Background: an optimization exercise with open tools, aiming at small area, a short achievable clock period and few clock cycles per item. Do not read the settings as production practice.
Function not checked in this run: the RTL went through the layout flow alone.

### flow/config.mk
export PLATFORM = sky130hd
export DESIGN_NAME = xr_extend
export DESIGN_NICKNAME = xr_extend
export VERILOG_FILES = /design/flow/design.v
export SDC_FILE = /design/flow/constraint.sdc
export NUM_CORES = 4
export LEC_CHECK = 0
export CAP_MARGIN = 20
export CORE_MARGIN = 2
export CORE_UTILIZATION = 40
export PLACE_DENSITY = 0.6
export SETUP_SLACK_MARGIN = 4.0
export SLEW_MARGIN = 20
### flow/constraint.sdc
create_clock -name core_clock -period 9.0 [get_ports {clk}]
set_input_delay 1.8000 -clock core_clock [delete_from_list [all_inputs] [get_ports {clk}]]
set_output_delay 1.8000 -clock core_clock [all_outputs]
set_load 0.01 [all_outputs]
### flow/design.v
module sm3_round (
    input  wire         hi,       
    input  wire [31:0]  tj,       
    input  wire [255:0] st_in,    
    input  wire [31:0]  dw,       
    input  wire [31:0]  hw,       
    output wire [255:0] st_out
);
    wire [31:0] a = st_in[255:224];
    wire [31:0] b = st_in[223:192];
    wire [31:0] c = st_in[191:160];
    wire [31:0] e = st_in[127:96];
    wire [31:0] f = st_in[95:64];
    wire [31:0] g = st_in[63:32];
    wire [31:0] a12  = {a[19:0], a[31:20]};
    wire [31:0] s0s  = a12 ^ e ^ tj;
    wire [31:0] s0c  = {(a12[30:0] & e[30:0]) | (a12[30:0] & tj[30:0]) | (e[30:0] & tj[30:0]), 1'b0};
    wire [31:0] sum1;
    sm3_add32 u_add1 (.a(s0s), .b(s0c), .s(sum1));
    wire [31:0] ss1  = {sum1[24:0], sum1[31:25]};
    wire [31:0] ss2  = ss1 ^ a12;
    wire [31:0] ff   = hi ? ((a & b) | (a & c) | (b & c)) : (a ^ b ^ c);
    wire [31:0] gg   = hi ? ((e & f) | (~e & g)) : (e ^ f ^ g);
    wire [31:0] k1, k2, tt1, tt2;
    sm3_add32 u_add2 (.a(ff), .b(dw), .s(k1));
    sm3_add32 u_add3 (.a(gg), .b(hw), .s(k2));
    sm3_add32 u_add4 (.a(k1), .b(ss2), .s(tt1));
    sm3_add32 u_add5 (.a(k2), .b(ss1), .s(tt2));
    wire [31:0] p0   = tt2 ^ {tt2[22:0], tt2[31:23]} ^ {tt2[14:0], tt2[31:15]};
    assign st_out = {tt1, a, {b[22:0], b[31:23]}, c,
                     p0,  e, {f[12:0], f[31:13]}, g};
endmodule
module sm3_wexp (
    input  wire [511:0] win,      
    output wire [31:0]  w_next
);
    wire [31:0] w0  = win[511:480];
    wire [31:0] w3  = win[415:384];
    wire [31:0] w7  = win[287:256];
    wire [31:0] w10 = win[191:160];
    wire [31:0] w13 = win[95:64];
    wire [31:0] x   = w0 ^ w7 ^ {w13[16:0], w13[31:17]};
    wire [31:0] p1  = x ^ {x[16:0], x[31:17]} ^ {x[8:0], x[31:9]};
    assign w_next = p1 ^ {w3[24:0], w3[31:25]} ^ w10;
endmodule
module sm3_add32 #(parameter KS = 1) (
    input  wire [31:0] a,
    input  wire [31:0] b,
    output wire [31:0] s
);
    wire [31:0] p0 = a ^ b;
    wire [31:0] g0 = a & b;
    wire [31:0] gl [0:5];
    wire [31:0] pl [0:5];
    assign gl[0] = g0;
    assign pl[0] = p0;
    genvar l, k;
    generate
        for (l = 0; l < 5; l = l + 1) begin : lvl
            for (k = 0; k < 32; k = k + 1) begin : bit_
                if (KS) begin : ks
                    if (k >= (1 << l)) begin : op
                        assign gl[l+1][k] = gl[l][k] | (pl[l][k] & gl[l][k - (1 << l)]);
                        assign pl[l+1][k] = pl[l][k] & pl[l][k - (1 << l)];
                    end else begin : pass
                        assign gl[l+1][k] = gl[l][k];
                        assign pl[l+1][k] = pl[l][k];
                    end
                end else begin : sk
                    if ((k >> l) & 1) begin : op
                        assign gl[l+1][k] = gl[l][k] | (pl[l][k] & gl[l][((k >> l) << l) - 1]);
                        assign pl[l+1][k] = pl[l][k] & pl[l][((k >> l) << l) - 1];
                    end else begin : pass
                        assign gl[l+1][k] = gl[l][k];
                        assign pl[l+1][k] = pl[l][k];
                    end
                end
            end
        end
    endgenerate
    assign s = p0 ^ {gl[5][30:0], 1'b0};
endmodule
module xr_extend (
    input  wire         clk,
    input  wire         rst,       
    input  wire         start,
    input  wire [255:0] xr_in,     
    input  wire [255:0] d_in,      
    output wire         ready,
    output reg          done,
    output wire [255:0] xr_out     
);
    localparam [255:0] IV  = 256'h7380166F_4914B2B9_172442D7_DA8A0600_A96F30BC_163138AA_E38DEE4D_B0FB0E4E;
    reg         busy;
    reg         blk;       
    reg [5:0]   j;         
    reg         hi;        
    reg [31:0]  tj;        
    reg [255:0] st;        
    reg [511:0] win;       
    reg [31:0]  dw;        
    reg [31:0]  hw;        
    wire accept = start & ~busy;
    wire last   = busy & (j == 6'd63);
    wire trans  = last & ~blk;
    wire fin    = last & blk;
    wire catch  = (j[5:2] == 4'd0);
    assign ready = ~busy;
    localparam [63:0] PW63 = 64'hD4A7BE1889208000;
    localparam [63:0] PW62 = 64'h5291629220000000;
    localparam [63:0] PW61 = 64'h69DB31BAD9200000;
    localparam [63:0] PW60 = 64'h1640129860040000;
    localparam [63:0] PW59 = 64'h75E5689600A00000;
    localparam [63:0] PW58 = 64'h1421120008200000;
    localparam [63:0] PW57 = 64'h251BAD9600000000;
    localparam [63:0] PW56 = 64'h49AA020020820000;
    localparam [63:0] PW55 = 64'h5C1A634B00000000;
    localparam [63:0] PW54 = 64'h41A3229A28A08000;
    localparam [63:0] PW53 = 64'h73EF391834100000;
    localparam [63:0] PW52 = 64'h2048629A08A00000;
    localparam [63:0] PW51 = 64'h3A34700400800000;
    localparam [63:0] PW50 = 64'h3E29828E00200000;
    localparam [63:0] PW49 = 64'h3691834500000000;
    localparam [63:0] PW48 = 64'h0421800A08000000;
    localparam [63:0] PW47 = 64'h4702420020020000;
    localparam [63:0] PW46 = 64'h438F661048248000;
    localparam [63:0] PW45 = 64'h1893DA9A81800000;
    localparam [63:0] PW44 = 64'h1A09041069240000;
    localparam [63:0] PW43 = 64'h3C4CE20028A00000;
    localparam [63:0] PW42 = 64'h7621348240200000;
    localparam [63:0] PW41 = 64'h20787E1444904000;
    localparam [63:0] PW40 = 64'h0201069240000000;
    localparam [63:0] PW39 = 64'h1C9752D304120000;
    localparam [63:0] PW38 = 64'h48D96F0A10000000;
    localparam [63:0] PW37 = 64'h5FC3D45120900000;
    localparam [63:0] PW36 = 64'h1E69E69620800000;
    localparam [63:0] PW35 = 64'h2C4DF04120800000;
    localparam [63:0] PW34 = 64'h10F8810408200000;
    localparam [63:0] PW33 = 64'h3045120D00000000;
    localparam [63:0] PW32 = 64'h56A8E40040800000;
    localparam [63:0] PW31 = 64'hF9EDC5F901B28800;
    localparam [63:0] PW30 = 64'h27B874BB02000000;
    localparam [63:0] PW29 = 64'h6F4682A174B20000;
    localparam [63:0] PW28 = 64'h772413B1E6044000;
    localparam [63:0] PW27 = 64'h5ABB3E1F60AA0000;
    localparam [63:0] PW26 = 64'h2D63032008A20000;
    localparam [63:0] PW25 = 64'h274A174F60000000;
    localparam [63:0] PW24 = 64'h0D30A220228A2000;
    localparam [63:0] PW23 = 64'h09DBC57FB0000000;
    localparam [63:0] PW22 = 64'h65B910B38A2A8800;
    localparam [63:0] PW21 = 64'h4CD1CA89B7510000;
    localparam [63:0] PW20 = 64'h2A4CE4B3A82A0000;
    localparam [63:0] PW19 = 64'h2197370440880000;
    localparam [63:0] PW18 = 64'h35CB1AA6E0220000;
    localparam [63:0] PW17 = 64'h6DF89B7150000000;
    localparam [63:0] PW16 = 64'h4463980AA8800000;
    localparam [63:0] PW15 = 64'h7372662022022000;
    localparam [63:0] PW14 = 64'h47B790714CA6C800;
    localparam [63:0] PW13 = 64'h211AE73329980000;
    localparam [63:0] PW12 = 64'h13A994516FB64000;
    localparam [63:0] PW11 = 64'h37882C202A2A0000;
    localparam [63:0] PW10 = 64'h714327CA64220000;
    localparam [63:0] PW9 = 64'h127FF9F500D94400;
    localparam [63:0] PW8 = 64'h222116FB64000000;
    localparam [63:0] PW7 = 64'h7D5E27FE34532000;
    localparam [63:0] PW6 = 64'h0C54F9FAB1000000;
    localparam [63:0] PW5 = 64'h023FE91432990000;
    localparam [63:0] PW4 = 64'h578F78FF42880000;
    localparam [63:0] PW3 = 64'h1E892F4532880000;
    localparam [63:0] PW2 = 64'h51F7091448A20000;
    localparam [63:0] PW1 = 64'h5341432DD0000000;
    localparam [63:0] PW0 = 64'h3BC26A4044880000;
    wire [63:0] pw = {PW63[j], PW62[j], PW61[j], PW60[j], PW59[j], PW58[j], PW57[j], PW56[j], PW55[j], PW54[j], PW53[j], PW52[j], PW51[j], PW50[j], PW49[j], PW48[j], PW47[j], PW46[j], PW45[j], PW44[j], PW43[j], PW42[j], PW41[j], PW40[j], PW39[j], PW38[j], PW37[j], PW36[j], PW35[j], PW34[j], PW33[j], PW32[j], PW31[j], PW30[j], PW29[j], PW28[j], PW27[j], PW26[j], PW25[j], PW24[j], PW23[j], PW22[j], PW21[j], PW20[j], PW19[j], PW18[j], PW17[j], PW16[j], PW15[j], PW14[j], PW13[j], PW12[j], PW11[j], PW10[j], PW9[j], PW8[j], PW7[j], PW6[j], PW5[j], PW4[j], PW3[j], PW2[j], PW1[j], PW0[j]};
    wire [31:0]  w_next;
    wire [255:0] st_next;
    sm3_wexp u_wexp (
        .win    (win),
        .w_next (w_next)
    );
    sm3_round u_round (
        .hi     (hi),
        .tj     (tj),
        .st_in  (st),
        .dw     (dw),
        .hw     (hw),
        .st_out (st_next)
    );
    reg  [255:0] st_d;
    reg  [31:0]  wn, wpn;
    always @(*) begin
        if (accept) begin
            st_d = IV;
            wn   = xr_in[255:224];
            wpn  = xr_in[255:224] ^ xr_in[127:96];
        end else if (blk | (j == 6'd63)) begin
            st_d = trans ? (st_next ^ IV) : st_next;
            wn   = pw[63:32];
            wpn  = pw[31:0];
        end else begin
            st_d = st_next;
            wn   = win[479:448];
            wpn  = win[479:448] ^ win[351:320];
        end
    end
    wire [31:0] u0 = win[511:480], u1 = win[479:448], u2 = win[447:416], u3 = win[415:384];
    wire [31:0] l0 = win[255:224], l1 = win[223:192], l2 = win[191:160], l3 = win[159:128];
    wire [255:0] v = {u3[8:0], u3[31:9], u2[8:0], u2[31:9], u1, u0,
                      l3[18:0], l3[31:19], l2[18:0], l2[31:19], l1, l0};
    assign xr_out = st ^ v;
    always @(posedge clk) begin
        st <= st_d;
        dw <= st_d[159:128] + wpn;
        hw <= st_d[31:0] + wn;
        if (accept) begin
            win <= {xr_in, d_in};
        end else if (!blk) begin
            win <= {win[479:0], w_next};
        end else begin
            win[511:288] <= win[479:256];
            win[287:256] <= catch ? st[159:128] : win[511:480];
            win[255:32]  <= win[223:0];
            win[31:0]    <= catch ? st[31:0] : win[255:224];
        end
    end
    always @(posedge clk) begin
        if (rst) begin
            busy <= 1'b0;
            done <= 1'b0;
        end else begin
            done <= fin;
            if (accept) begin
                busy <= 1'b1;
                blk  <= 1'b0;
                j    <= 6'd0;
                hi   <= 1'b0;
                tj   <= 32'h79CC4519;
            end else if (busy) begin
                j <= j + 6'd1;
                if (trans) blk  <= 1'b1;
                if (fin)   busy <= 1'b0;
                if (j == 6'd15) hi <= 1'b1;
                if (last)       hi <= 1'b0;
                if (last)            tj <= 32'h79CC4519;
                else if (j == 6'd15) tj <= 32'h9D8A7A87;      
                else                 tj <= {tj[30:0], tj[31]};
            end
        end
    end
endmodule
### flow/flow/run.sh
#!/bin/bash
# The standard layout (the standard.sh, standard synthesis unchanged), with
# two changes: ports are buffered with the smallest buffer (buf_1) instead of
# the default pick, and clock tree synthesis inserts no dummy loads.
set -euo pipefail
export BUFFER_PORTS_ARGS="-buffer_cell sky130_fd_sc_hd__buf_1"
export CTS_ARGS="-sink_clustering_enable -repair_clock_nets -dont_use_dummy_load"
bash standard.sh finish > standard.log 2>&1
### flow/standard.sh
#!/bin/bash
# synth_recipe.tcl (not shown) runs the flow's synth.tcl, then flattens the netlist and writes it again
# the make line also repeats each setting of config.mk as NAME=value (left out here)
make -C /OpenROAD-flow-scripts/flow DESIGN_CONFIG=/design/flow/config.mk WORK_HOME=/design/flow/orfs CLKGATE_MAP_FILE= SYNTH_SCRIPT=/design/flow/synth_recipe.tcl "${@:-finish}"
==> summary.txt <==
==> timing repair <==
action,CTS,global route
endpoints found under the setup margin,101,74
setup buffers,130,56
gates cloned,7,5
pin swaps,131,180
gates resized for setup,361,191
==> state kept, by name, indices dropped and copies added (netlist names) <==
signal  cells
dw         32
hw         32
tj         32
st        256
hi          1
done        1
win       512
j           6
busy        1
blk         1
==> logic make-up after synthesis <==
logic type | count (synthesis) | synth area share
muxes | 104 | 0.0223
adders and majority gates | 309 | 0.0865
DFF | 874 | 0.352
and+or+nand+nor | 2519 | 0.204
xor gates and xnor gates | 916 | 0.159
AOI/OAI and AO/OA | 1184 | 0.147
buffers and inverters | 392 | 0.0293
==> worst reg2reg max path, stage by stage (launching register included) <==
cell	delay [ns]
sky130_fd_sc_hd__edfxtp_1	0.49
sky130_fd_sc_hd__fa_1	0.52
sky130_fd_sc_hd__ha_1	0.37
sky130_fd_sc_hd__a21oi_1	0.22
sky130_fd_sc_hd__o21bai_1	0.11
sky130_fd_sc_hd__a221oi_2	0.36
sky130_fd_sc_hd__o2111ai_2	0.21
sky130_fd_sc_hd__a31oi_2	0.29
sky130_fd_sc_hd__o21ai_2	0.13
sky130_fd_sc_hd__a21oi_2	0.17
sky130_fd_sc_hd__nor2_1	0.05
sky130_fd_sc_hd__nor2_1	0.11
sky130_fd_sc_hd__xnor2_1	0.20
sky130_fd_sc_hd__xor2_1	0.30
sky130_fd_sc_hd__ha_1	0.32
sky130_fd_sc_hd__o21ai_2	0.11
sky130_fd_sc_hd__a21boi_4	0.09
sky130_fd_sc_hd__o21ai_2	0.17
sky130_fd_sc_hd__a21oi_2	0.08
sky130_fd_sc_hd__o211ai_1	0.36
sky130_fd_sc_hd__a211oi_2	0.15
sky130_fd_sc_hd__buf_4	0.17
sky130_fd_sc_hd__o21ba_4	0.21
sky130_fd_sc_hd__o211ai_1	0.29
sky130_fd_sc_hd__a21oi_1	0.10
sky130_fd_sc_hd__or3_1	0.38
==> area by class of cell <==
class	instances	area, um2	area share
flip-flops and latches	874	18000	0.288
repair buffers	1065	5860	0.0937
inverters	100	418	0.00668
clock buffers	99	2480	0.0396
multi-input cells	5032	33700	0.539
diodes	10	25.0	0.000400
well taps	1650	2060	0.0330
==> Yosys cell counts, types with 7 or more instances <==
cell type	number	share of area
sky130_fd_sc_hd__a2111oi_0	7	0.0012
sky130_fd_sc_hd__a211oi_1	52	0.0077
sky130_fd_sc_hd__a21o_1	105	0.016
sky130_fd_sc_hd__a21oi_1	353	0.035
sky130_fd_sc_hd__a221o_1	32	0.0063
sky130_fd_sc_hd__a221oi_1	15	0.0026
sky130_fd_sc_hd__a22oi_1	8	0.0012
sky130_fd_sc_hd__a311oi_1	10	0.0017
sky130_fd_sc_hd__a31oi_1	38	0.0047
sky130_fd_sc_hd__and2_1	16	0.0020
sky130_fd_sc_hd__and3_1	28	0.0034
sky130_fd_sc_hd__buf_1	30	0.0022
sky130_fd_sc_hd__buf_2	15	0.0015
sky130_fd_sc_hd__clkbuf_1	247	0.018
sky130_fd_sc_hd__dfxtp_1	834	0.33
sky130_fd_sc_hd__edfxtp_1	40	0.024
sky130_fd_sc_hd__fa_1	70	0.028
sky130_fd_sc_hd__ha_1	239	0.059
sky130_fd_sc_hd__inv_1	97	0.0072
sky130_fd_sc_hd__mux2_2	64	0.014
sky130_fd_sc_hd__mux2i_1	39	0.0077
sky130_fd_sc_hd__nand2_1	1797	0.13
sky130_fd_sc_hd__nand2b_1	32	0.0039
sky130_fd_sc_hd__nand3_1	47	0.0046
sky130_fd_sc_hd__nand4_1	14	0.0017
sky130_fd_sc_hd__nor2_1	334	0.025
sky130_fd_sc_hd__nor2b_1	154	0.019
sky130_fd_sc_hd__nor3_1	39	0.0038
sky130_fd_sc_hd__nor3b_1	7	0.0010
sky130_fd_sc_hd__o211ai_1	29	0.0043
sky130_fd_sc_hd__o21a_1	26	0.0038
sky130_fd_sc_hd__o21ai_0	333	0.033
sky130_fd_sc_hd__o21ai_1	12	0.0012
sky130_fd_sc_hd__o21bai_1	23	0.0034
sky130_fd_sc_hd__o221ai_1	11	0.0019
sky130_fd_sc_hd__o22ai_1	15	0.0018
sky130_fd_sc_hd__o311ai_0	13	0.0022
sky130_fd_sc_hd__o31ai_1	22	0.0033
sky130_fd_sc_hd__or2_2	9	0.0011
sky130_fd_sc_hd__or3_1	18	0.0022
sky130_fd_sc_hd__xnor2_1	501	0.086
sky130_fd_sc_hd__xor2_1	411	0.071
==> path summary, 6_finish.rpt <==
kind,slack (ns),cells after the start,start,endpoint
max reg2reg,2.91,25,tj[9],st[248]
max,2.91,25,tj[9],st[248]
min reg2reg,0.39,2,win[303],win[335]
min,0.39,2,win[303],win[335]
==> layer usage <==
metal  global-route usage  vias to the layer above  part of all wire
li1                     -                    22600                 -
met1                0.564                    24900              0.38
met2                0.664                     3487              0.41
met3                0.129                      871              0.11
met4                0.338                       18             0.092
met5                    0                        -           0.00037
==> per-stage QoR <==
step	std cells	setup WS (ns)	util
after floorplan	6298	3.45	-
after global placement	8522	2.45	0.444
after detailed placement	8523	2.46	0.444
after CTS	8759	3.13	0.486
after global routing	8820	2.70	0.497
final	8830	2.91	0.497
==> summary.txt <==
all-layer global routing usage=0.453; relative slew slack=0.225; placed instance area=55800 um2; post-detail-place hpwl=245000 um; summed instance area of the synthesized netlist=50800 um2; post-route worst hold slack=0.391 ns; Slew Viols, Final=0; most frequently used flop master after synthesis=sky130_fd_sc_hd__dfxtp_1; kind of critical path=flop to flop; Worst Clk Skew=0.0899 ns; clock buffer count from CTS=99; final worst-path cycle share=0.677; required time of the critical path=9.59 ns; element type at the critical path start=flop; count of state elements after synthesis=874; Worst-Margin Slew=1.15 ns; Ys Warns=2; starting density of the core=0.404; Die Span Y=360 um; fillers=12500; HP Class=flop to flop; clock root buffer master=sky130_fd_sc_hd__clkbuf_16; fraction of layout cells with a size suffix above 1=0.123; post-synthesis instance total=6298; largest net degree at the start of global routing=188; number of hold-slack violations in the final timing report=0; Layout Nets=7996; post-synthesis cell type count=92; Highest Clock Rate=0.164 GHz; Final Critical Period=6.09 ns; cell repeated most along the worst path=sky130_fd_sc_hd__o21ai_2; Die Span X=360 um; Worst path slowest cell=sky130_fd_sc_hd__fa_1; Max H-tree Level=3; data arrival time of the critical path=6.68 ns; Maximum Capacitance Violations=0; DR DRC count=0; number of clock sinks=874; total grt overflow=0; drt initial violations=6886; sum of routed wire length over all layers=309000 um; RSZ-0062 raised after global routing=true; global-route wire length before repair=404000 um; via count of the first global-routing pass=48600; average instance area after synthesis=8.06 um2; leading cell type in the layout, fill and taps excluded=sky130_fd_sc_hd__nand2_1; post-cts hold buffer count=0; total iterations of the first detailed-routing run=8; area inside the core boundary=126000 um2; routed length per instance=35.0 um; highest-count cells in the layout ignoring fill and taps=1764 x sky130_fd_sc_hd__nand2_1, 790 x sky130_fd_sc_hd__dfxtp_1, 772 x sky130_fd_sc_hd__buf_1; Buf+Inv Stages, Crit Path=1; TritonCTS clock tree=built; via count normalized by instance count=5.88; clock transition time at the flip-flop clock pins of the worst setup and hold paths=0.06 ns; via count of the routed design=51900; number of buffers added on ports=772; placement row count=130; Async S/R FF share, synth=0; crit-path leading delay family=compound AO/OA/AOI/OAI gates; sequential share of the synthesized area=0.352; insertion delay of the later-clocked pin in the worst-skew pair=0.76 ns; Critical Path Fanout Max=5; count of endpoints failing setup in the final report=0; Synth-to-Final Area Change=23.1%; Finished Cell Area=62500 um2; number of ports placed on the die boundary=773; ANT nets after route=0; sort of element at the end of the critical path=flop; number of antenna violations at the first check in global routing=23; EDFF count, synth=40; maximum buffer depth of the clock tree=3; nets in the synthesized netlist=7122; result of the run=no timing/DRC/antenna violations; RePlAce Congestion=1.07; TNS Setup=0 ns; CP peak stage delay=0.52 ns; area of the die=130000 um2

## re-timing with driven ports
No port has a modelled driver above. Below, the same layout with a new extraction and two added sets of constraints. Step 1, drivers: a clkbuf_16 drives clk and a buf_2 each remaining input, both assumed. Step 2, shift: input delay + t, output delay - t, t = (earliest + latest rising clock arrival at the registers) / 2. This alone moves slack from input paths to output paths. Three values: ideal, step 1, step 2; two values: the first two.
t, ns: 0.789
slack for setup (ns): 2.906 / 2.906 / 2.906
hold WS [ns]: 0.391 / 0.391 / 0.391
worst setup path after step 2: register to register
clock arrival spread, ns: 0.097 / 0.097
After both steps this run still meets setup and hold. The setup slack of this run moves by 0.000 ns with the drivers and by 0.000 ns with both steps.
